From an optimization exercise on the open Yosys and OpenROAD flow, aimed at a short achievable clock period and few clock cycles per item; shortcuts taken in it are not production practice. In this exercise RTL edits were held to simulation tests only and were not proved equivalent to the original.

// flow_hash
module flow_hash (
    input  wire         clk,
    input  wire         rst,
    input  wire [63:0]  hash_key0,
    input  wire [63:0]  hash_key1,
    input  wire [4:0]   bucket_bits,
    input  wire         in_valid,
    output wire         in_ready,
    input  wire         in_ipv6,
    input  wire         in_sym,
    input  wire [7:0]   in_proto,
    input  wire [15:0]  in_zone,
    input  wire [15:0]  in_sport,
    input  wire [15:0]  in_dport,
    input  wire [127:0] in_saddr,
    input  wire [127:0] in_daddr,
    output wire         out_valid,
    input  wire         out_ready,
    output wire [63:0]  out_hash,
    output wire [3:0]   out_shard,
    output wire [21:0]  out_bucket,
    output wire [15:0]  out_group,
    output wire         out_key_swap
);
    localparam [1:0] S_IDLE  = 2'd0;
    localparam [1:0] S_COMP  = 2'd1;
    localparam [1:0] S_FINAL = 2'd2;
    localparam [1:0] S_DONE  = 2'd3;
    reg  [1:0]   state;
    reg  [63:0]  v0, v1, v2, v3;
    reg  [63:0]  msg [0:4];       
    reg  [2:0]   nblk;            
    reg  [2:0]   blk;             
    reg  [1:0]   rnd;             
    reg          key_swap;
    wire [127:0] sa = in_ipv6 ? in_saddr : {96'd0, in_saddr[31:0]};
    wire [127:0] da = in_ipv6 ? in_daddr : {96'd0, in_daddr[31:0]};
    wire src_gt = (sa > da) || ((sa == da) && (in_sport > in_dport));
    wire swap   = in_sym && src_gt;
    wire [127:0] ka = swap ? da : sa;
    wire [127:0] kb = swap ? sa : da;
    wire [15:0]  kp_s = swap ? in_dport : in_sport;
    wire [15:0]  kp_d = swap ? in_sport : in_dport;
    wire [63:0] key_w0 = {in_ipv6 ? 8'h06 : 8'h04, in_proto, in_zone, kp_s, kp_d};
    wire [63:0] m0_new, m1_new, m2_new, m3_new, m4_new;
    byte_rev64 u_m0 (.d(key_w0), .q(m0_new));
    byte_rev64 u_m1 (.d(in_ipv6 ? ka[127:64] : {ka[31:0], kb[31:0]}), .q(m1_new));
    byte_rev64 u_m2 (.d(ka[63:0]),   .q(m2_new));
    byte_rev64 u_m3 (.d(kb[127:64]), .q(m3_new));
    byte_rev64 u_m4 (.d(kb[63:0]),   .q(m4_new));
    wire [7:0]  key_len = (nblk == 3'd5) ? 8'd40 : 8'd16;
    wire [63:0] m_cur   = (blk == nblk) ? {key_len, 56'd0} : msg[blk];
  ...
Settings: LEC_CHECK=0, CAP_MARGIN=20, CORE_MARGIN=2, CORE_UTILIZATION=40, SLEW_MARGIN=20; clock period 15.0 ns.
run.sh (not shown) runs the stock make flow with config.mk's settings and CLKGATE_MAP_FILE= SYNTH_SCRIPT=/design/flow/synth_recipe.tcl, a recipe that flattens the netlist after the stock synthesis.
The baseline finished with timing, DRC and antenna clean.
Testbench counts at the start, summed over its fixed seeds: cycles 43,992, items 3,200.
==> next run, changes <==
==> flow/flow/run.sh (new file) <==
#!/bin/bash
# Own layout flow: the standard layout (standard.sh), except that Yosys's
# ABC technology mapping uses a delay-oriented script (strash; dch; map) in
# place of ORFS's abc_speed.script, whose &nf area recovery turns the 64-bit
# adders into long ripple chains. Everything else (synthesis passes, register
# names, floorplan, power grid, placement, CTS, routing) is the standard flow.
set -euo pipefail
work="$PWD"
rm -rf "$work/scripts_abc"
cp -r "$FLOW_HOME/scripts" "$work/scripts_abc"
cp "$work/flow/abc_fast.script" "$work/scripts_abc/abc_speed.script"
# synthesis with the modified ABC script, then the rest of the standard flow
bash standard.sh SCRIPTS_DIR="$work/scripts_abc" synth > "$work/synth_make.log" 2>&1
bash standard.sh finish > "$work/layout_make.log" 2>&1
==> flow/flow/abc_fast.script (new file) <==
strash
dch
map
topo
buffer -c
upsize -c
dnsize -c
==> flow/standard.sh (new file) <==
#!/bin/bash
# synth_recipe.tcl (not shown) runs the flow's synth.tcl, then flattens the netlist and writes it again
# the make line also repeats each setting of config.mk as NAME=value (left out here)
make -C /OpenROAD-flow-scripts/flow DESIGN_CONFIG=/design/flow/config.mk WORK_HOME=/design/flow/orfs CLKGATE_MAP_FILE= SYNTH_SCRIPT=/design/flow/synth_recipe.tcl "${@:-finish}"
- SETUP_SLACK_MARGIN: default -> 5
removed: flow/run.sh
Result: Worst setup slack gains 1.3 ns. Worst hold slack loses 0.0035 ns. Global-route usage came out higher by 8.8 points. Routed wire length came out higher by 30%. Area after synthesis came out higher by 6.5%. Via count came out higher by 33%. Design area came out higher by 6.6%.

afterwards: timing with drivers on the ports:
In the flow no input, the clock included, has a driving cell. The finished layouts below were timed again as built, in two steps. Step 1 sets driving cells, clkbuf_16 on the clock port and buf_2 on the other inputs (assumed; they add their load-dependent delay and slew). Step 2, shift: input delay + t, output delay - t, t = (earliest + latest rising clock arrival at the registers) / 2. This alone moves slack from input paths to output paths. a / b / c = ideal ports / drivers / drivers and shift; a / b = the first two.
| run | t, ns | setup slack, ns | worst hold slack (ns) | worst setup path after step 2 | cell pins on the clock port's net |
|---|---|---|---|---|---|
| the first run | 0.776 | 3.463 / 3.463 / 3.463 | 0.571 / 0.571 / 0.571 | register to register | 1 |
| the second run | 0.772 | 4.758 / 4.758 / 4.677 | 0.568 / 0.568 / 0.568 | input to register | 1 |
After both steps setup and hold are still met in every run listed. For the second run, which loses most, drivers alone change the setup slack by 0.000 ns; drivers and shift together by -0.081 ns.
